From an optimization exercise on the open Yosys and OpenROAD flow, aimed at a short achievable clock period and few clock cycles; shortcuts taken in it are not production practice.
The RTL was checked by simulation tests, not by an equivalence proof against the original design.
Power figures rest on the tool's default switching activity, not on a simulated workload.

File: flow/design.v
module cue_core (
    input  wire        clk,
    input  wire        rst,           
    input  wire        start,         
    input  wire [13:0] entry,         
    input  wire [13:0] vbase,         
    input  wire [1:0]  level,         
    output wire        halted,
    output reg  [3:0]  stop,          
    output reg  [13:0] pc,            
    output reg  [31:0] retired,       
    output wire        imem_en,
    output wire [13:0] imem_addr,
    input  wire [39:0] imem_rdata,
    output wire        dmem_en,
    output wire        dmem_we,
    output wire [12:0] dmem_addr,
    output wire [39:0] dmem_wdata,
    input  wire [39:0] dmem_rdata
);
    localparam [3:0] STOP_RESET  = 4'd0;
    localparam [3:0] STOP_DONE   = 4'd1;
    localparam [3:0] STOP_DOUBLE = 4'd4;
    localparam [2:0] V_ILLEGAL = 3'd0;
    localparam [2:0] V_RANGE   = 3'd1;
    localparam [2:0] V_BREAK   = 3'd6;
    localparam [5:0] OP_NOP   = 6'h01, OP_HALT  = 6'h02, OP_TRAP  = 6'h03,
                     OP_ADD   = 6'h04, OP_SUB   = 6'h05, OP_AND   = 6'h06,
                     OP_OR    = 6'h07, OP_XOR   = 6'h08, OP_SHL   = 6'h09,
                     OP_SHR   = 6'h0A, OP_SAR   = 6'h0B, OP_MUL   = 6'h0C,
                     OP_MULHU = 6'h0D, OP_SEL   = 6'h0E,
                     OP_ADDI  = 6'h10, OP_ANDI  = 6'h11, OP_ORI   = 6'h12,
                     OP_XORI  = 6'h13, OP_SHLI  = 6'h14, OP_SHRI  = 6'h15,
                     OP_SARI  = 6'h16, OP_LI    = 6'h17, OP_LUI   = 6'h18,
                     OP_SUBI  = 6'h19, OP_BFX   = 6'h1A, OP_BFI   = 6'h1B,
                     OP_BCC   = 6'h20, OP_CALL  = 6'h21, OP_JALR  = 6'h22,
                     OP_LD    = 6'h24, OP_ST    = 6'h25,
                     OP_RDS   = 6'h30, OP_WRS   = 6'h31, OP_RETT  = 6'h32;
    localparam integer R_ADD = 0, R_SUB = 1, R_AND = 2, R_OR = 3, R_XOR = 4,
                       R_LEFT = 5, R_RIGHT = 6, R_BFI = 7, R_K = 8, R_SRD = 9;
    reg         halted_q;
    reg  [31:0] ret_p1;               
    reg  [39:0] rf [1:31];            
    reg  [4:0]  flags;                
    reg         ie;
    reg  [13:0] epc;
    reg  [2:0]  ecause;
    reg  [31:0] edata;
    reg  [4:0]  eflags;
    reg  [13:0] vbase_q;              
    reg  [13:0] vbase6_q;             
    reg  [1:0]  level_q;
    assign halted = halted_q;
    wire running = !halted_q;
    reg  [13:0] fpc;                  
    reg         fen;                  
    reg  [13:0] apc;                  
    reg         afl;                  
    reg         abt;                  
    reg  [13:0] atg;
    reg  [13:0] ras;                  
    localparam integer NB = 8;
    reg  [NB-1:0] b_v;
    reg  [13:0]   b_pc [0:NB-1];
    reg  [13:0]   b_tg [0:NB-1];
    reg  [2:0]    b_ptr;
    assign imem_en   = fen;
    assign imem_addr = fpc;
    reg  [39:0] q0_ir, q1_ir, q2_ir;
    reg  [13:0] q0_pc, q1_pc, q2_pc;
    reg  [13:0] q0_pn, q1_pn, q2_pn;  
    reg         q0_bt, q1_bt, q2_bt;  
    reg         q0_v,  q1_v,  q2_v;
    reg         x_v;
    reg  [13:0] x_pc, x_pn;
    reg  [14:0] x_pc1;                
    reg  [39:0] x_a, x_b, x_d, x_k;   
    reg  [5:0]  x_sh;                 
    reg         x_sar;                
    reg  [39:0] x_mask, x_imask;      
    reg  [39:0] x_zm, x_nm;           
    reg         x_nd;                 
    reg  [9:0]  x_rsel;               
    reg  [4:0]  x_rd;
    reg         x_wen;                
    reg         x_fzn;                
    reg         x_addf, x_subf;       
    reg         x_shlc, x_shrc;       
    reg         x_wfall;              
    reg         x_mul, x_mulhu, x_ld, x_st, x_jalr, x_rett, x_halt, x_wrs;
    reg         x_etrap;              
    reg         x_emis;               
    reg  [2:0]  x_tv;
    reg  [31:0] x_td;
    reg         x_bccn;               
    reg         x_pcovf;              
    reg  [3:0]  x_sidx;               
    reg         l1_v, l2_v;
    reg  [4:0]  l1_rd, l2_rd;
    reg         l1_mul, l2_mul;
    reg         l1_fl, l2_fl;         
    reg  [39:0] m_a, m_b;
    reg         m1_hi;
    reg  [319:0] m_r;                 
    reg         m2_hi;
    reg         dm_en_q, dm_we_q;
    reg  [12:0] dm_addr_q;
    reg  [39:0] dm_wdata_q;
    assign dmem_en    = dm_en_q;
    assign dmem_we    = dm_we_q;
    assign dmem_addr  = dm_addr_q;
    assign dmem_wdata = dm_wdata_q;
    reg [80*40-1:0] t0;
    reg [80*27-1:0] t1;
    reg [80*18-1:0] t2;
    reg [80*12-1:0] t3;
    reg [80*8-1:0]  t4;
    reg [80*6-1:0]  t5;
    reg [80*4-1:0]  t6;
    reg [80*3-1:0]  t7;
    reg [80*2-1:0]  t8;
    reg [79:0]      cx, cy, cz, dx, dy, dz;
    integer         i;
    always @* begin
        for (i = 0; i < 40; i = i + 1)
            t0[80*i +: 80] = m_b[i] ? ({40'd0, m_a} << i) : 80'd0;
        for (i = 0; i < 13; i = i + 1) begin
            cx = t0[80*(3*i) +: 80]; cy = t0[80*(3*i+1) +: 80]; cz = t0[80*(3*i+2) +: 80];
            t1[80*(2*i) +: 80]   = cx ^ cy ^ cz;
            t1[80*(2*i+1) +: 80] = ((cx & cy) | (cx & cz) | (cy & cz)) << 1;
        end
        t1[80*26 +: 80] = t0[80*39 +: 80];
        for (i = 0; i < 9; i = i + 1) begin
            cx = t1[80*(3*i) +: 80]; cy = t1[80*(3*i+1) +: 80]; cz = t1[80*(3*i+2) +: 80];
            t2[80*(2*i) +: 80]   = cx ^ cy ^ cz;
            t2[80*(2*i+1) +: 80] = ((cx & cy) | (cx & cz) | (cy & cz)) << 1;
        end
        for (i = 0; i < 6; i = i + 1) begin
            cx = t2[80*(3*i) +: 80]; cy = t2[80*(3*i+1) +: 80]; cz = t2[80*(3*i+2) +: 80];
            t3[80*(2*i) +: 80]   = cx ^ cy ^ cz;
            t3[80*(2*i+1) +: 80] = ((cx & cy) | (cx & cz) | (cy & cz)) << 1;
        end
        for (i = 0; i < 4; i = i + 1) begin
            cx = t3[80*(3*i) +: 80]; cy = t3[80*(3*i+1) +: 80]; cz = t3[80*(3*i+2) +: 80];
            t4[80*(2*i) +: 80]   = cx ^ cy ^ cz;
            t4[80*(2*i+1) +: 80] = ((cx & cy) | (cx & cz) | (cy & cz)) << 1;
        end
        for (i = 0; i < 2; i = i + 1) begin
            cx = t4[80*(3*i) +: 80]; cy = t4[80*(3*i+1) +: 80]; cz = t4[80*(3*i+2) +: 80];
            t5[80*(2*i) +: 80]   = cx ^ cy ^ cz;
            t5[80*(2*i+1) +: 80] = ((cx & cy) | (cx & cz) | (cy & cz)) << 1;
        end
        t5[80*4 +: 160] = t4[80*6 +: 160];
        for (i = 0; i < 2; i = i + 1) begin
            cx = t5[80*(3*i) +: 80]; cy = t5[80*(3*i+1) +: 80]; cz = t5[80*(3*i+2) +: 80];
            t6[80*(2*i) +: 80]   = cx ^ cy ^ cz;
            t6[80*(2*i+1) +: 80] = ((cx & cy) | (cx & cz) | (cy & cz)) << 1;
        end
    end
    always @* begin
        dx = m_r[0 +: 80]; dy = m_r[80 +: 80]; dz = m_r[160 +: 80];
        t7[0 +: 80]   = dx ^ dy ^ dz;
        t7[80 +: 80]  = ((dx & dy) | (dx & dz) | (dy & dz)) << 1;
        t7[160 +: 80] = m_r[240 +: 80];
        dx = t7[0 +: 80]; dy = t7[80 +: 80]; dz = t7[160 +: 80];
        t8[0 +: 80]   = dx ^ dy ^ dz;
        t8[80 +: 80]  = ((dx & dy) | (dx & dz) | (dy & dz)) << 1;
    end
    wire [79:0] m_prod   = t8[0 +: 80] + t8[80 +: 80];
    wire [39:0] m_res    = m2_hi ? m_prod[79:40] : m_prod[39:0];
    wire [39:0] late_val = l2_mul ? m_res : dmem_rdata;
    wire [40:0] add_full = {1'b0, x_a} + {1'b0, x_b};
    wire [40:0] sub_full = {1'b0, x_a} - {1'b0, x_b};
    wire [39:0] add_r    = add_full[39:0];
    wire [39:0] sub_r    = sub_full[39:0];
    wire        add_c    = add_full[40];
    wire        sub_c    = ~sub_full[40];
    wire        add_v    = (~(x_a[39] ^ x_b[39])) & (x_a[39] ^ add_r[39]);
    wire        sub_v    = (x_a[39] ^ x_b[39]) & (x_a[39] ^ sub_r[39]);
    wire [39:0] and_r    = x_a & x_b;
    wire [39:0] or_r     = x_a | x_b;
    wire [39:0] xor_r    = x_a ^ x_b;
    wire [40:0] left_x   = {1'b0, x_a} << x_sh;
    wire [41:0] right_x  = $signed({x_sar & x_a[39], x_a, 1'b0}) >>> x_sh;
    wire [39:0] left_r   = left_x[39:0];
    wire [39:0] right_r  = right_x[40:1] & x_mask;           
    wire [39:0] bfi_r    = (x_d & ~x_imask) | (left_r & x_imask);
    reg [39:0] sreg_val;
    always @* begin
        case (x_sidx)
            4'd0:    sreg_val = {26'd0, epc};
            4'd1:    sreg_val = {37'd0, ecause};
            4'd2:    sreg_val = {8'd0, edata};
            4'd3:    sreg_val = {35'd0, eflags};
            4'd4:    sreg_val = {35'd0, flags};
            4'd12:   sreg_val = {39'd0, ie};
            default: sreg_val = 40'd0;
        endcase
    end
    wire [39:0] x_res =
        ({40{x_rsel[R_ADD]}}   & add_r) |
        ({40{x_rsel[R_SUB]}}   & sub_r) |
        ({40{x_rsel[R_AND]}}   & and_r) |
        ({40{x_rsel[R_OR]}}    & or_r) |
        ({40{x_rsel[R_XOR]}}   & xor_r) |
        ({40{x_rsel[R_LEFT]}}  & left_r) |
        ({40{x_rsel[R_RIGHT]}} & right_r) |
        ({40{x_rsel[R_BFI]}}   & bfi_r) |
        ({40{x_rsel[R_K]}}     & x_k) |
        ({40{x_rsel[R_SRD]}}   & sreg_val);
    wire        z_add = (xor_r == {or_r[38:0], 1'b0});
    wire        z_sub = (x_a == x_b);
    wire        z_sh  = ((x_a & x_zm) == 40'd0) && (!x_rsel[R_BFI] || ((x_d & ~x_imask) == 40'd0));
    wire        n_sh  = ((x_a & x_nm) != 40'd0) || (x_nd && x_d[39]);
    wire        x_z   = (x_rsel[R_ADD]   & z_add) |
                        (x_rsel[R_SUB]   & z_sub) |
                        (x_rsel[R_AND]   & (and_r == 40'd0)) |
                        (x_rsel[R_OR]    & (or_r == 40'd0)) |
                        (x_rsel[R_XOR]   & z_sub) |
                        ((x_rsel[R_LEFT] | x_rsel[R_RIGHT] | x_rsel[R_BFI]) & z_sh);
    wire        x_n   = (x_rsel[R_ADD]   & add_r[39]) |
                        (x_rsel[R_SUB]   & sub_r[39]) |
                        (x_rsel[R_AND]   & and_r[39]) |
                        (x_rsel[R_OR]    & or_r[39]) |
                        (x_rsel[R_XOR]   & xor_r[39]) |
                        ((x_rsel[R_LEFT] | x_rsel[R_RIGHT] | x_rsel[R_BFI]) & n_sh);
    wire [4:0]  x_fall = x_rett ? eflags : x_a[4:0];      
    wire [4:0]  x_nflags;
    assign x_nflags[0] = x_wfall ? x_fall[0] : x_fzn ? x_z : flags[0];
    assign x_nflags[1] = x_wfall ? x_fall[1] : x_fzn ? x_n : flags[1];
    assign x_nflags[2] = x_wfall ? x_fall[2] : x_addf ? add_c : x_subf ? sub_c :
                         x_shlc ? left_x[40] : x_shrc ? right_x[0] : flags[2];
    assign x_nflags[3] = x_wfall ? x_fall[3] : x_addf ? add_v : x_subf ? sub_v : flags[3];
    assign x_nflags[4] = x_wfall ? x_fall[4] : flags[4];
    wire        x_wfl_i = x_v && (x_fzn || x_wfall);     
    wire [39:0] eff     = add_r;
    wire [13:0] lo13    = {1'b0, x_a[12:0]} + {1'b0, x_b[12:0]};
    wire [14:0] lo14    = {1'b0, x_a[13:0]} + {1'b0, x_b[13:0]};
    wire        dm_ok   = (xor_r[39:13] == {or_r[38:13], lo13[13]});
    wire        jalr_ok = (xor_r[39:14] == {or_r[38:14], lo14[14]});
    wire        ldst    = x_ld || x_st;
    wire        trap    = x_etrap || (ldst && (!dm_ok || x_pcovf)) || (x_jalr && !jalr_ok);
    wire [2:0]  trap_v  = x_etrap ? x_tv : V_RANGE;
    wire [31:0] trap_d  = x_etrap ? (x_bccn ? 32'd16384 : x_td) :
                          (ldst && dm_ok) ? 32'd16384 : eff[31:0];
    wire        flp      = l1_fl || l2_fl;                
    wire [13:0] tvec     = vbase_q + {11'd0, trap_v};
    wire        x_replay = x_v && trap && ie && flp;      
    wire        x_trap   = x_v && trap && ie && !flp;
    wire        x_double = x_v && trap && !ie;
    wire        x_commit = x_v && !trap;
    wire        x_hlt    = x_commit && x_halt;
    wire        x_mis    = trap ? (!x_etrap || x_emis) :
                           x_jalr ? (lo14[13:0] != x_pn) :
                           x_rett ? (epc != x_pn) : 1'b0;
    wire        x_redir  = x_replay || ((x_trap || (x_commit && !x_halt)) && x_mis);
    wire [13:0] x_rpc    = x_replay ? x_pc : trap ? tvec : x_jalr ? lo14[13:0] : epc;
    wire        x_stopq  = x_hlt || x_double;
    wire        x_flush  = x_redir || x_stopq;
    wire        x_wr     = x_v && x_wen && !x_etrap && !(x_jalr && !jalr_ok);
    wire        x_wfl    = x_commit && (x_fzn || x_wfall);
    wire        x_wen_i  = x_v && x_wen;                  
    wire [39:0] ir     = q0_ir;
    wire [5:0]  op     = ir[39:34];
    wire [4:0]  rd     = ir[33:29];
    wire [4:0]  rs1    = ir[28:24];
    wire [4:0]  rs2    = ir[23:19];
    wire [18:0] imm19  = ir[18:0];
    wire [28:0] imm29  = ir[28:0];
    wire [39:0] simm   = {{21{imm19[18]}}, imm19};
    wire [39:0] zimm   = {21'd0, imm19};
    wire [39:0] rf1 = rf[rs1];
    wire [39:0] rf2 = rf[rs2];
    wire [39:0] rfd = rf[rd];
    wire [39:0] rv1 = (rs1 == 5'd0) ? 40'd0 :
                      (x_wen_i && x_rd == rs1) ? x_res :
                      (l2_v && l2_rd == rs1) ? late_val : rf1;
    wire [39:0] rv2 = (rs2 == 5'd0) ? 40'd0 :
                      (x_wen_i && x_rd == rs2) ? x_res :
                      (l2_v && l2_rd == rs2) ? late_val : rf2;
    wire [39:0] rvd = (rd == 5'd0) ? 40'd0 :
                      (x_wen_i && x_rd == rd) ? x_res :
                      (l2_v && l2_rd == rd) ? late_val : rfd;
    wire [14:0] pc_next = {1'b0, q0_pc} + 15'd1;
    wire        pc_ovf  = pc_next[14];
    wire [39:0] pc1_40  = {25'd0, pc_next};
    wire zr_r  = (ir[18:0] == 19'd0);
    wire zr_i  = (rs2 == 5'd0);
    wire zr_s  = (rd == 5'd0);
    wire zr_b  = (rs1 == 5'd0) && (rs2 == 5'd0);
    reg        known;
    reg        form_ok;
    reg [1:0]  op_level;
    always @* begin
        known    = 1'b1;
        form_ok  = 1'b1;
        op_level = 2'd0;
        case (op)
            OP_NOP, OP_HALT, OP_ADD, OP_SUB, OP_AND, OP_OR, OP_XOR,
            OP_SHL, OP_SHR, OP_SAR:          form_ok = zr_r;
            OP_MUL, OP_MULHU:                begin form_ok = zr_r; op_level = 2'd1; end
            OP_SEL:                          begin form_ok = zr_r; op_level = 2'd2; end
            OP_TRAP:                         form_ok = zr_i && rd == 5'd0 && rs1 == 5'd0;
            OP_ADDI, OP_ANDI, OP_ORI, OP_XORI, OP_SUBI,
            OP_JALR, OP_LD:                  form_ok = zr_i;
            OP_SHLI, OP_SHRI, OP_SARI:       form_ok = zr_i && imm19[18:6] == 13'd0;
            OP_BFX, OP_BFI:                  begin form_ok = zr_i; op_level = 2'd2; end
            OP_LI, OP_LUI:                   form_ok = 1'b1;
            OP_ST:                           form_ok = zr_s;
            OP_BCC:                          form_ok = zr_b && rd < 5'd15;
            OP_CALL:                         form_ok = zr_b && rd == 5'd0;
            OP_RDS:                          form_ok = zr_i && rs1 == 5'd0 && imm19 <= 19'd12;
            OP_WRS:                          form_ok = zr_i && rd == 5'd0 &&
                                                       (imm19 <= 19'd4 || imm19 == 19'd12);
            OP_RETT:                         form_ok = (ir[33:0] == 34'd0);
            default:                         known = 1'b0;
        endcase
    end
    wire [5:0] bf_lsb = imm19[5:0];
    wire [5:0] bf_w   = imm19[11:6];
    wire [6:0] bf_end = {1'b0, bf_lsb} + {1'b0, bf_w};
    wire       bf_ok  = (bf_w != 6'd0) && (bf_w <= 6'd40) && (bf_end <= 7'd40);
    wire       is_bf  = (op == OP_BFX) || (op == OP_BFI);
    wire illegal = !known || !form_ok || (op_level > level_q) || (is_bf && !bf_ok);
    reg  use1, use2, used, rfl, late;
    always @* begin
        use1 = 1'b0; use2 = 1'b0; used = 1'b0; rfl = 1'b0; late = 1'b0;
        case (op)
            OP_ADD, OP_SUB, OP_AND, OP_OR, OP_XOR, OP_SHL, OP_SHR, OP_SAR,
            OP_ST:                           begin use1 = 1'b1; use2 = 1'b1; end
            OP_MUL, OP_MULHU:                begin use1 = 1'b1; use2 = 1'b1; late = 1'b1; end
            OP_SEL:                          begin use1 = 1'b1; use2 = 1'b1; rfl = 1'b1; end
            OP_ADDI, OP_ANDI, OP_ORI, OP_XORI, OP_SUBI, OP_SHLI, OP_SHRI,
            OP_SARI, OP_BFX, OP_JALR, OP_WRS: use1 = 1'b1;
            OP_LD:                           begin use1 = 1'b1; late = 1'b1; end
            OP_BFI:                          begin use1 = 1'b1; used = 1'b1; end
            OP_BCC:                          rfl = (rd != 5'd0);
            OP_RDS:                          rfl = (imm19[3:0] == 4'd4);
            default: ;
        endcase
    end
    wire xl   = x_v && (x_ld || x_mul);
    wire hit1 = (xl && x_rd == rs1) || (l1_v && l1_rd == rs1);
    wire hit2 = (xl && x_rd == rs2) || (l1_v && l1_rd == rs2);
    wire hitd = (xl && x_rd == rd)  || (l1_v && l1_rd == rd);
    wire d_is_bcc = (op == OP_BCC);
    wire flw  = (x_v && x_mul) || ((l1_fl || l2_fl) && !(x_v && (x_fzn || x_wfall)));
    wire d_stall = q0_v && ((use1 && hit1 && rs1 != 5'd0) || (use2 && hit2 && rs2 != 5'd0) ||
                            (used && hitd && rd != 5'd0) || (rfl && flw));
    wire d_go = q0_v && !d_stall;
    wire [4:0] fax = x_wfl_i ? x_nflags : flags;
    reg cond_true;
    always @* begin
        case (rd[3:0])
            4'd0:    cond_true = 1'b1;
            4'd1:    cond_true = fax[0];
            4'd2:    cond_true = !fax[0];
            4'd3:    cond_true = fax[1] != fax[3];
            4'd4:    cond_true = fax[1] == fax[3];
            4'd5:    cond_true = !fax[0] && (fax[1] == fax[3]);
            4'd6:    cond_true = fax[0] || (fax[1] != fax[3]);
            4'd7:    cond_true = !fax[2];
            4'd8:    cond_true = fax[2];
            4'd9:    cond_true = fax[1];
            4'd10:   cond_true = !fax[1];
            4'd11:   cond_true = fax[3];
            4'd12:   cond_true = !fax[3];
            4'd13:   cond_true = fax[4];
            4'd14:   cond_true = !fax[4];
            default: cond_true = 1'b0;
        endcase
    end
    wire [39:0] br_target = pc1_40 + simm;
    wire        br_range  = (br_target[39:14] != 26'd0);
    wire        d_tk      = cond_true;
    wire        d_call    = (op == OP_CALL);
    wire [13:0] epc_x     = (x_v && x_wrs && x_sidx == 4'd0) ? x_a[13:0] : epc;
    wire        d_rett    = (op == OP_RETT);
    wire        d_byx     = illegal || op == OP_JALR || op == OP_TRAP;
    wire        d_tkn     = d_call || (d_is_bcc && d_tk);
    wire        mis_t     = (q0_pn != br_target[13:0]);
    wire        mis_n     = (q0_pn != pc_next[13:0]);
    wire        mis_r     = (q0_pn != epc_x);
    wire        d_mis     = d_go && !d_byx && (d_rett ? mis_r : d_tkn ? mis_t : mis_n);
    wire [13:0] d_tgt     = d_rett ? epc_x : d_tkn ? br_target[13:0] : pc_next[13:0];
    wire        d_inst    = d_go && !illegal && d_tkn && !q0_bt;    
    reg [9:0]  c_rsel;
    reg        c_wen, c_fzn, c_addf, c_subf, c_shlc, c_shrc, c_wfall, c_sar;
    reg [39:0] c_b, c_k, c_mask;
    reg        c_etrap;
    reg [2:0]  c_tv;
    reg [31:0] c_td;
    reg [4:0]  c_rd;
    wire [39:0] bf_m = (40'd1 << bf_w) - 40'd1;
    wire [39:0] bf_fm = bf_m << bf_lsb;                      
    wire [5:0]  sk    = c_b[5:0];
    wire        sk40  = (sk >= 6'd40);
    wire        d_shl = (op == OP_SHL || op == OP_SHLI);
    wire        d_shr = (op == OP_SHR || op == OP_SHRI);
    wire        d_sar = (op == OP_SAR || op == OP_SARI);
    reg  [39:0] c_zm, c_nm;
    always @* begin
        c_zm = {40{1'b1}};
        c_nm = 40'd0;
        if (d_shl) begin
            c_zm = sk40 ? 40'd0 : ({40{1'b1}} >> sk);
            c_nm = sk40 ? 40'd0 : ({1'b1, 39'd0} >> sk);
        end else if (d_shr) begin
            c_zm = sk40 ? 40'd0 : ({40{1'b1}} << sk);
            c_nm = (sk == 6'd0) ? {1'b1, 39'd0} : 40'd0;
        end else if (d_sar) begin
            c_zm = sk40 ? {1'b1, 39'd0} : ({40{1'b1}} << sk);
            c_nm = {1'b1, 39'd0};
        end else if (op == OP_BFX) begin
            c_zm = bf_fm;
            c_nm = (bf_w == 6'd40) ? {1'b1, 39'd0} : 40'd0;
        end else if (op == OP_BFI) begin
            c_zm = bf_m;
            c_nm = bf_fm[39] ? ({1'b1, 39'd0} >> bf_lsb) : 40'd0;
        end
    end
    always @* begin
        c_rsel  = 10'd0;
        c_wen   = 1'b0;
        c_fzn   = 1'b0;
        c_addf  = 1'b0; c_subf = 1'b0; c_shlc = 1'b0; c_shrc = 1'b0; c_wfall = 1'b0;
        c_sar   = 1'b0;
        c_mask  = {40{1'b1}};
        c_b     = rv2;
        c_k     = pc1_40;
        c_rd    = rd;
        c_etrap = 1'b0;
        c_tv    = V_ILLEGAL;
        c_td    = ir[31:0];
        if (op[4] && op != OP_BFX && op != OP_BFI)           
            c_b = (op == OP_ADDI || op == OP_SUBI) ? simm : zimm;
        if (op == OP_LD || op == OP_ST || op == OP_JALR)
            c_b = simm;
        if (illegal) begin
            c_etrap = 1'b1;
        end else begin
            case (op)
                OP_TRAP: begin
                    c_etrap = 1'b1; c_tv = V_BREAK; c_td = {13'd0, imm19};
                end
                OP_BCC: begin
                    c_etrap = cond_true ? br_range : pc_ovf;
                    c_tv = V_RANGE; c_td = br_target[31:0];
                end
                OP_CALL: begin
                    if (br_range) begin
                        c_etrap = 1'b1; c_tv = V_RANGE; c_td = br_target[31:0];
                    end else begin
                        c_wen = 1'b1; c_rd = 5'd31; c_rsel[R_K] = 1'b1;
                    end
                end
                OP_JALR: begin
                    c_wen = 1'b1; c_rsel[R_K] = 1'b1;
                end
                OP_RETT: c_wfall = 1'b1;
                OP_LD, OP_ST: ;                                  
                default: begin
                    if (pc_ovf) begin
                        c_etrap = 1'b1; c_tv = V_RANGE; c_td = {17'd0, pc_next};
                    end else begin
                        case (op)
                            OP_ADD, OP_ADDI: begin
                                c_wen = 1'b1; c_rsel[R_ADD] = 1'b1; c_fzn = 1'b1; c_addf = 1'b1;
                            end
                            OP_SUB, OP_SUBI: begin
                                c_wen = 1'b1; c_rsel[R_SUB] = 1'b1; c_fzn = 1'b1; c_subf = 1'b1;
                            end
                            OP_AND, OP_ANDI: begin c_wen = 1'b1; c_rsel[R_AND] = 1'b1; c_fzn = 1'b1; end
                            OP_OR,  OP_ORI:  begin c_wen = 1'b1; c_rsel[R_OR]  = 1'b1; c_fzn = 1'b1; end
                            OP_XOR, OP_XORI: begin c_wen = 1'b1; c_rsel[R_XOR] = 1'b1; c_fzn = 1'b1; end
                            OP_BFX: begin
                                c_wen = 1'b1; c_rsel[R_RIGHT] = 1'b1; c_fzn = 1'b1; c_mask = bf_m;
                            end
                            OP_BFI:  begin c_wen = 1'b1; c_rsel[R_BFI] = 1'b1; c_fzn = 1'b1; end
                            OP_SHL, OP_SHLI: begin
                                c_wen = 1'b1; c_fzn = 1'b1; c_rsel[R_LEFT] = 1'b1;
                                c_shlc = (c_b[5:0] != 6'd0);
                            end
                            OP_SHR, OP_SHRI, OP_SAR, OP_SARI: begin
                                c_wen = 1'b1; c_fzn = 1'b1; c_rsel[R_RIGHT] = 1'b1;
                                c_shrc = (c_b[5:0] != 6'd0);
                                c_sar  = (op == OP_SAR || op == OP_SARI);
                            end
                            OP_SEL: begin
                                c_wen = 1'b1; c_rsel[R_K] = 1'b1; c_k = fax[0] ? rv1 : rv2;
                            end
                            OP_LI: begin
                                c_wen = 1'b1; c_rsel[R_K] = 1'b1; c_k = {{11{imm29[28]}}, imm29};
                            end
                            OP_LUI: begin
                                c_wen = 1'b1; c_rsel[R_K] = 1'b1; c_k = {imm29, 11'd0};
                            end
                            OP_RDS: begin c_wen = 1'b1; c_rsel[R_SRD] = 1'b1; end
                            OP_WRS: if (imm19[3:0] == 4'd4) c_wfall = 1'b1;
                            default: ;    
                        endcase
                    end
                end
            endcase
        end
        if (c_rd == 5'd0)
            c_wen = 1'b0;
    end
    wire [39:0] w      = imem_rdata;
    wire        w_red, w_call;
    wire [13:0] w_pn;
    wire [13:0] epc_p  = epc_x;
    cue_ipred ipred (
        .w(w), .fpc(fpc), .abt(abt), .atg(atg), .ras(ras), .epc_p(epc_p), .vb6(vbase6_q),
        .w_pn(w_pn), .w_red(w_red), .w_call(w_call));
    wire        arr   = afl && running;
    wire        pop   = d_go;
    wire        drop  = arr && q2_v && !pop;
    wire        acc   = arr && !drop;               
    wire        afl_n = fen && !drop && !(arr && w_red);
    reg        f_hit;
    reg [13:0] f_tg;
    integer    j;
    always @* begin
        f_hit = 1'b0;
        f_tg  = 14'd0;
        for (j = 0; j < NB; j = j + 1)
            if (b_v[j] && b_pc[j] == fpc) begin
                f_hit = 1'b1;
                f_tg  = f_tg | b_tg[j];
            end
    end
    wire [13:0] f_seq  = f_hit ? f_tg : fpc + 14'd1;
    wire [13:0] f_norm = drop ? apc : (arr && w_red) ? w_pn : f_seq;
    always @(posedge clk) begin
        fpc <= halted_q ? entry : x_redir ? x_rpc : d_mis ? d_tgt : f_norm;
        apc <= fpc;
        abt <= f_hit;
        atg <= f_tg;
        if (rst) begin
            fen <= 1'b0;
            afl <= 1'b0;
        end else if (halted_q) begin
            fen <= start;
            afl <= 1'b0;
        end else if (x_stopq) begin
            fen <= 1'b0;
            afl <= 1'b0;
        end else begin
            afl <= !(x_redir || d_mis) && afl_n;
        end
        if (arr && w_call)
            ras <= apc + 14'd1;
    end
    reg        bi_v;
    reg [13:0] bi_pc, bi_tg;
    always @(posedge clk) begin
        bi_v  <= d_inst && running && !x_flush && !rst;
        bi_pc <= q0_pc;
        bi_tg <= br_target[13:0];
        if (rst)
            b_v <= {NB{1'b0}};
        else if (bi_v) begin
            b_v[b_ptr]  <= 1'b1;
            b_pc[b_ptr] <= bi_pc;
            b_tg[b_ptr] <= bi_tg;
            b_ptr       <= b_ptr + 3'd1;
        end
    end
    wire q_clr = rst || halted_q || x_flush || d_mis;
    always @(posedge clk) begin
        if (pop) begin
            if (q1_v) begin
                q0_ir <= q1_ir; q0_pc <= q1_pc; q0_pn <= q1_pn; q0_bt <= q1_bt;
            end else begin
                q0_ir <= w; q0_pc <= apc; q0_pn <= w_pn; q0_bt <= abt;
            end
            if (q2_v) begin
                q1_ir <= q2_ir; q1_pc <= q2_pc; q1_pn <= q2_pn; q1_bt <= q2_bt;
            end else begin
                q1_ir <= w; q1_pc <= apc; q1_pn <= w_pn; q1_bt <= abt;
            end
            q2_ir <= w; q2_pc <= apc; q2_pn <= w_pn; q2_bt <= abt;
        end else begin
            if (!q0_v) begin
                q0_ir <= w; q0_pc <= apc; q0_pn <= w_pn; q0_bt <= abt;
            end
            if (!q1_v) begin
                q1_ir <= w; q1_pc <= apc; q1_pn <= w_pn; q1_bt <= abt;
            end
            if (!q2_v) begin
                q2_ir <= w; q2_pc <= apc; q2_pn <= w_pn; q2_bt <= abt;
            end
        end
        if (q_clr) begin
            q0_v <= 1'b0; q1_v <= 1'b0; q2_v <= 1'b0;
        end else if (pop) begin
            q0_v <= q1_v || acc;
            q1_v <= q2_v || (q1_v && acc);
            q2_v <= q2_v && acc;
        end else begin
            q0_v <= q0_v || acc;
            q1_v <= q1_v || (q0_v && acc);
            q2_v <= q2_v || (q1_v && acc);
        end
    end
    always @(posedge clk) begin
        if (rst || halted_q || x_flush)
            x_v <= 1'b0;
        else
            x_v <= d_go;
        x_pc    <= q0_pc;
        x_pn    <= d_byx ? q0_pn : d_tgt;
        x_pc1   <= pc_next;
        x_a     <= rv1;
        x_b     <= c_b;
        x_d     <= (op == OP_ST) ? rv2 : rvd;
        x_k     <= c_k;
        x_sh    <= is_bf ? bf_lsb : c_b[5:0];
        x_sar   <= c_sar;
        x_mask  <= c_mask;
        x_imask <= bf_fm;
        x_zm    <= c_zm;
        x_nm    <= c_nm;
        x_nd    <= (op == OP_BFI) && !bf_fm[39];
        x_rsel  <= c_rsel;
        x_rd    <= c_rd;
        x_wen   <= c_wen;
        x_fzn   <= c_fzn;
        x_addf  <= c_addf;
        x_subf  <= c_subf;
        x_shlc  <= c_shlc;
        x_shrc  <= c_shrc;
        x_wfall <= c_wfall;
        x_mul   <= !illegal && !pc_ovf && (op == OP_MUL || op == OP_MULHU);
        x_mulhu <= (op == OP_MULHU);
        x_ld    <= !illegal && op == OP_LD;
        x_st    <= !illegal && op == OP_ST;
        x_jalr  <= !illegal && op == OP_JALR;
        x_rett  <= !illegal && op == OP_RETT;
        x_halt  <= !illegal && !pc_ovf && op == OP_HALT;
        x_wrs   <= !illegal && !pc_ovf && op == OP_WRS;
        x_etrap <= c_etrap;
        x_emis  <= !(!illegal && op == OP_TRAP && q0_pn == vbase6_q);
        x_tv    <= c_tv;
        x_td    <= c_td;
        x_bccn  <= !illegal && (op == OP_BCC) && !cond_true;
        x_pcovf <= pc_ovf;
        x_sidx  <= imm19[3:0];
    end
    always @(posedge clk) begin
        if (!rst && l2_v && !(x_wr && x_rd == l2_rd))
            rf[l2_rd] <= late_val;
        if (!rst && x_wr)
            rf[x_rd] <= x_res;
    end
    always @(posedge clk) begin
        dm_addr_q  <= eff[12:0];
        dm_wdata_q <= x_d;
    end
    always @(posedge clk) begin
        m_a   <= x_a;
        m_b   <= x_b;
        m1_hi <= x_mulhu;
        m_r   <= t6;
        m2_hi <= m1_hi;
    end
    always @(posedge clk) begin
        if (rst) begin
            halted_q <= 1'b1;
            stop     <= STOP_RESET;
            pc       <= 14'd0;
            retired  <= 32'd0;
            ret_p1   <= 32'd1;
            flags    <= 5'd0;
            ie       <= 1'b0;
            epc      <= 14'd0;
            ecause   <= 3'd0;
            edata    <= 32'd0;
            eflags   <= 5'd0;
            l1_v <= 1'b0; l1_fl <= 1'b0;
            l2_v <= 1'b0; l2_fl <= 1'b0;
            dm_en_q  <= 1'b0;
            dm_we_q  <= 1'b0;
        end else begin
            l2_v   <= l1_v && !(x_wr && x_rd == l1_rd);
            l2_rd  <= l1_rd;
            l2_mul <= l1_mul;
            l2_fl  <= l1_fl && !x_wfl;
            l1_v   <= x_commit && (x_ld || x_mul) && (x_rd != 5'd0);
            l1_rd  <= x_rd;
            l1_mul <= x_mul;
            l1_fl  <= x_commit && x_mul;
            dm_en_q    <= x_commit && ldst;
            dm_we_q    <= x_commit && x_st;
            if (halted_q) begin
                if (start) begin
                    pc       <= entry;
                    flags    <= 5'd0;
                    ie       <= 1'b1;
                    vbase_q  <= vbase;
                    vbase6_q <= vbase + 14'd6;
                    level_q  <= level;
                    halted_q <= 1'b0;
                end else if (l2_fl)
                    flags[1:0] <= {m_res[39], m_res == 40'd0};
            end else begin
                if (l2_fl && !x_wfl)
                    flags[1:0] <= {m_res[39], m_res == 40'd0};
                if (x_double) begin
                    stop     <= STOP_DOUBLE;
                    pc       <= x_pc;
                    halted_q <= 1'b1;
                end else if (x_trap) begin
                    epc    <= x_pc;
                    ecause <= trap_v;
                    edata  <= trap_d;
                    eflags <= flags;
                    ie     <= 1'b0;
                end else if (x_commit) begin
                    retired <= ret_p1;
                    ret_p1  <= ret_p1 + 32'd1;
                    if (x_fzn || x_wfall)
                        flags <= x_nflags;
                    if (x_rett)
                        ie <= 1'b1;
                    if (x_wrs) begin
                        case (x_sidx)
                            4'd0:    epc    <= x_a[13:0];
                            4'd1:    ecause <= x_a[2:0];
                            4'd2:    edata  <= x_a[31:0];
                            4'd3:    eflags <= x_a[4:0];
                            4'd12:   ie     <= x_a[0];
                            default: ;
                        endcase
                    end
                    if (x_halt) begin
                        stop     <= STOP_DONE;
                        pc       <= x_pc1[13:0];
                        halted_q <= 1'b1;
                    end
                end
            end
        end
    end
endmodule
module cue_ipred (
    input  wire [39:0] w,             
    input  wire [13:0] fpc,           
    input  wire        abt,           
    input  wire [13:0] atg,
    input  wire [13:0] ras,
    input  wire [13:0] epc_p,
    input  wire [13:0] vb6,
    output wire [13:0] w_pn,          
    output wire        w_red,         
    output wire        w_call
);
    wire [5:0]  w_op   = w[39:34];
    wire        w_bcc  = (w_op == 6'h20);
    wire        w_jalr = (w_op == 6'h22);
    wire        w_rett = (w_op == 6'h32);
    wire        w_trap = (w_op == 6'h03);
    assign      w_call = (w_op == 6'h21);
    wire        w_tkn  = w_call || (w_bcc && (w[33:29] == 5'd0 || w[18]));
    wire [13:0] w_tgt  = fpc + w[13:0];
    assign w_red = !abt && (w_tkn || w_jalr || w_rett || w_trap);
    assign w_pn  = abt    ? atg :
                   w_tkn  ? w_tgt :
                   w_jalr ? ras :
                   w_rett ? epc_p :
                   w_trap ? vb6 : fpc;
endmodule
File: flow/flow/run.sh
#!/bin/bash
# Layout flow: the standard flow (standard.sh: ORFS synthesis through
# finish, unchanged scripts and SDC), with timing repair aimed below the
# clock period. repair_timing runs with a setup margin on all violating
# endpoints, so that it keeps improving paths that already meet the 20 ns
# clock, and may resize cells across footprints; after global route the
# slew and capacitance limits are repaired once more (flow/post_grt.tcl).
set -euo pipefail
bash standard.sh SETUP_SLACK_MARGIN=14.5 TNS_END_PERCENT=100 MATCH_CELL_FOOTPRINT=0 \
  POST_GLOBAL_ROUTE_TCL="$PWD/flow/post_grt.tcl" finish > standard_flow.log 2>&1
File: flow/flow/post_grt.tcl
# Run after ORFS's global route step (POST_GLOBAL_ROUTE_TCL): the timing
# repair there, aimed below the clock period, can leave a few nets over the
# slew or capacitance limits, so repair them again, with room for the
# extracted parasitics, and route the changes.
puts "post global route: repair_design after repair_timing"
global_route -start_incremental
repair_design -slew_margin 50 -cap_margin 50 -verbose
detailed_placement
global_route -end_incremental
estimate_parasitics -global_routing
report_check_types -max_slew -max_capacitance -violators
write_guides $::env(RESULTS_DIR)/route.guide
File: flow/standard.sh
#!/bin/bash
# synth_recipe.tcl (not shown) runs the flow's synth.tcl, then flattens the netlist and writes it again
# the make line also repeats each setting of config.mk as NAME=value (left out here)
make -C /OpenROAD-flow-scripts/flow DESIGN_CONFIG=/design/flow/config.mk WORK_HOME=/design/flow/orfs CLKGATE_MAP_FILE= SYNTH_SCRIPT=/design/flow/synth_recipe.tcl "${@:-finish}"
File: flow/config.mk
export PLATFORM = sky130hd
export DESIGN_NAME = cue_core
export DESIGN_NICKNAME = cue_core
export VERILOG_FILES = /design/flow/design.v
export SDC_FILE = /design/flow/constraint.sdc
export NUM_CORES = 8
export LEC_CHECK = 0
export CAP_MARGIN = 30
export CORE_MARGIN = 2
export CORE_UTILIZATION = 60
export SLEW_MARGIN = 30
export SYNTH_HIERARCHICAL = 1
export SYNTH_MINIMUM_KEEP_SIZE = 0
File: flow/constraint.sdc
create_clock -name core_clock -period 20.0 [get_ports {clk}]
set_input_delay 4.0000 -clock core_clock [delete_from_list [all_inputs] [get_ports {clk}]]
set_output_delay 4.0000 -clock core_clock [all_outputs]
set_load 0.01 [all_outputs]
==> parameters.txt <==
Parameter                              Value

Cells and area
  Number of nets in the layout    22300
  Leading cell types in the layout, fill and taps excluded    2306 x nand2_1, 1926 x inv_1, 1591 x edfxtp_1
  FF+latch area    71800 um^2
  Layout-stage area growth over the synthesis result    13.9%
  Filler cell count    25900
  Final std cell area, no fill    237000 um^2
  Count of placed standard cells in the final layout, fillers left out    25200
  Most common cell after layout, fill and taps aside    nand2_1
  Area of the multi-input gates    130000 um^2
  Layout cell share with drive strength beyond 1    a little under a fifth

STA
  Worst setup slack after layout    14.11 ns
  Number of hold violations in the final report    0
  Final Slew Violations    0
  Worst Skew    0.163 ns
  Headroom to the max-slew limit    between 30% and 40%
  Final critical-path required period    5.89 ns
  Setup Viol. Count Final    0
  Transition at the pin with the smallest max-transition slack    0.907 ns
  Share of the clock period used by the worst path after layout    29.4%
  Setup tns final    0 ns
  Timing-limited maximum frequency    170 MHz

Logic synthesis
  Post-synth EDFFs    approximately 1600
  XOR/XNOR share of the synthesized area    2.04%
  Syn Std Cell Area    208000 um^2
  Synth unique cells    109
  Synth Area in Adders    16.7%
  Leading register cell type out of synthesis    edfxtp_1
  Share of synthesized registers carrying an async set or reset    0%
  Post-synthesis instance total    20500
  Sequential element share of the synthesized area    about 34%
  Count of synthesis-stage warnings from yosys    7
  Multiplexer area fraction after synthesis    between 10% and 20%
  Main combinational cell family by area after synthesis    adder cells
  Post-synthesis register bit count    about 2800
  Post-synthesis simple-gate area fraction    about an eighth
  Mean instance size in the synthesized netlist    between 10 and 15 um^2
  Post-synthesis compound-gate area fraction    between 10% and 20%

Routing
  Total number of vias    about 180k
  Detailed-route wire length    930 mm
  Post-route DRC    0
  Via density per instance    7.14
  Remaining number of nets flagged by the antenna check after routing    0
  Routed len/inst    36.9 um
  Drt first pass iters    10
  Count of routing violations after the opening detailed-route iteration    ~30000

Worst setup path
  Worst setup path class    reg2reg
  Nature of the critical path startpoint    flop
  Worst EP arrival    6.83 ns
  Chain of cells forming the critical path    buf_4 > inv_1 > ha_2 > nor2_1 > a221oi_4 > nand4_1 > o211ai_1 > buf_4 > o21ai_2 > o31ai_4 > nand3_2 > and3b_2 > a2111oi_4 > o2111ai_4 > o21ai_4 > mux2_4 > a221oi_2 > buf_4 > nand4_1 > buf_6 > or3_1 > nand3_1
  Maximum fanout along the worst path    12
  Register-to-Register Setup Slack    14.11 ns
  Maximum single-stage delay on the critical path    0.47 ns
  Cell at the slowest stage of the critical path    ha_2
  Worst reg2reg path startpoint    x_a[8]$_DFF_P_
  Reg-to-reg endpoint    fpc[5]$_DFF_P_
  Reg2reg path depth    22
  WP data required    20.95 ns
  Crit. End Element    flop
  Cell repeated most along the worst path    buf_4

Global routing
  GR Util met1    63.1%
  Largest net degree at the start of global routing    roughly 120
  Met3 usage    ~22%
  Met2 track utilization from global routing    70.6%
  Busiest metal layer after global routing    met2
  All-Layer GR Usage    roughly half
  Number of global-route vias before repair    172000
  Leftover overflow at the end of global routing    0
  Wire length of the first global-routing pass    1280 mm
  Initial antenna violation count    about 120

Place
  Post-placement worst setup slack    12.41 ns
  Total instance count after detailed placement    24100
  Total cell area at the placement stage    roughly 220000 um^2
  Post-DP HPWL    632 mm
  GPL Wtd Cong    1.10
  IO buf count    roughly 230

CTS
  Source-to-sink clock delay at the later pin of the worst-skew pair    1.07 ns
  Clk sink count    2776
  Post-CTS clock slew at the launch and capture registers of the worst setup and hold paths    0.07 ns
  Number of cells upsized or downsized after cts    931
  Max H-tree Level    5
  Num CTS Buffers    between 300 and 400
  Setup bufs post-CTS    190
  Maximum buffer depth of the clock tree    4
  Hold buffer count at CTS    0
  Cell chosen for the clock root    clkbuf_16
  Clock tree from TritonCTS    yes

Worst hold path
  Min-Delay Endpoint    m2_hi$_DFF_P_
  Hold path startpoint    m1_hi$_DFF_P_
  Class of the most critical hold timing path    reg2reg
  Hold path cells    0

Floorplanning
  Number of core rows    216
  Core area    around 350000 um^2
  Die outline width    approximately 590 um
  Initial standard-cell utilization of the core    around three fifths
  Top-level port count    234
  Die height    593 um
  Area enclosed by the die boundary    352000 um^2

Power and ir drop
  Power Total    approximately 37 mW
  Ratio of total power to cell area    156 nW/um^2
  VDD IR max    0.325 mV
  Leak Pwr    94.2 nW

Outcome
  Outcome  timing/DRC/antenna clean

Job
  Max Cap Viol    0
[per-module statistics from Yosys, one instance, submodules excluded]
module,times used,flops+latches
cue_core,1,2776
cue_ipred,1,0
[logic make-up (layout without fill, tap and decap cells)]
kind of cell | after synthesis | in the layout
buffers and inverters | 3698 | 3685
AO/OA/AOI/OAI | 4079 | 4082
other | 2 | 142
flip-flops | 2776 | 2776
adder cells (fa/ha/maj) | 1907 | 1907
AND/OR/NAND/NOR | 5659 | 5675
multiplexers | 1878 | 1879
XOR/XNOR | 486 | 486
[worst max-delay path by stage]
stage | start | end | slack, ns | cells after the start
2_1_floorplan | imem_rdata[0] | fpc[10]$_DFF_P_ | 13.55 | 15
3_3_place_gp | dmem_rdata[5] | x_zm[4]$_DFF_P_ | 12.42 | 13
3_5_place_dp | x_a[32]$_DFF_P_ | rf[28][17]$_DFFE_PP_ | 12.41 | 12
4_1_cts | imem_rdata[0] | fpc[10]$_DFF_P_ | 14.17 | 16
6_report | x_a[8]$_DFF_P_ | fpc[5]$_DFF_P_ | 14.11 | 22
[sequential cells by signal, indices dropped and copies added (netlist names), 112 cells and up, named ones only]
name and count:
b_pc 112, rf 1240, b_tg 112, m_r 238
[layout make-up]
cell class	count	area share (%)
multi-input cells	14000	54.6
inverters	1949	3.11
well taps	4578	2.41
flip-flops and latches	2776	30.2
clock inverters	161	0.845
diodes	139	0.147
clock buffers	416	3.66
repair buffers	1159	4.95
[power by group]
group	leakage, nW	internal (mW)	total (mW)	switching, mW
Clock	5.19	3.49	6.18	2.69
Combinational	64.8	8.35	22.9	14.5
Sequential	24.3	7.40	7.87	0.467
Total	94.2	19.2	36.9	17.7
[layer usage]
| layer | part of all wire (%) | vias up | wire [um] |
|---|---|---|---|
| met5 | 0.14 | - | 1300 |
| met4 | 9.4 | 74 | 87300 |
| met3 | 17 | 4368 | 158000 |
| met2 | 41 | 16400 | 378000 |
| met1 | 33 | 88100 | 306000 |
| li1 | - | 71000 | - |
[cells in the mapped netlist (20+ instances only)]
cell	n	area [um^2]
a2111oi_0	22	193
a211oi_1	250	1880
a21o_1	117	878
a21oi_1	915	4580
a221o_1	32	320
a221oi_1	116	1020
a22o_1	59	517
a22oi_1	120	901
a311oi_1	25	219
a31oi_1	90	563
and2_1	1180	7380
and3_1	76	475
buf_1	199	747
buf_2	30	150
clkbuf_1	1511	5670
dfxtp_1	1185	23700
edfxtp_1	1591	47800
fa_1	1456	29100
ha_1	451	5640
inv_1	1938	7270
mux2_2	225	2530
mux2i_1	543	5440
mux4_2	1109	25000
nand2_1	2376	8920
nand2b_1	65	407
nand3_1	185	926
nand4_1	109	682
nor2_1	1182	4440
nor2b_1	102	638
nor3_1	131	656
nor4_1	71	444
o2111ai_1	21	184
o211ai_1	98	736
o21a_1	55	413
o21ai_0	1632	8170
o21ai_1	21	105
o21bai_1	39	293
o221ai_1	28	245
o22ai_1	181	1130
o31ai_1	49	368
or2_2	33	206
or3_1	60	375
or4_1	20	150
xnor2_1	321	2810
xor2_1	165	1450
[critical path: cells and delay by family, from the launching register on]
kind,cells,cell delay (ns)
AOI/OAI and AO/OA,8,2.31
adders and majority gates,1,0.47
muxes,1,0.34
DFF,1,0.31
buffers and inverters,5,1.01
and+or+nand+nor,7,1.43
[stage by stage]
| step | utilization [%] | hold slack, ns |
|---|---|---|
| global placement | 62.5 | 0.311 |
| CTS | 67.1 | 0.336 |
| floorplan | - | 0.310 |
| finish | 68.6 | 0.340 |
| detailed placement | 62.6 | 0.318 |
Testbench counts, summed over its fixed seeds: cycles 56,774.

-- separate check: timing with driven ports --
How much do the figures lean on ideal ports? The routed layout below was timed once more, with nothing changed but the port constraints.
Step 1 sets driving cells, clkbuf_16 on the clock port and buf_2 on the other inputs (assumed; they add their load-dependent delay and slew).
Step 2 also shifts input and output timing later by t, the mid clock arrival at the registers, as if the neighbouring blocks saw the same clock.
a / b / c = ideal / step 1 / step 2; a / b = the first two.
shift t [ns]: 1.118
setup WS [ns]: 14.113 / 14.113 / 13.115
hold slack, ns: 0.340 / 0.340 / 0.340
worst slew at a driven data input, ns: 0.23
After both steps setup and hold are still met in this run. For this run, drivers alone change the setup slack by 0.000 ns; drivers and shift together by -0.998 ns.
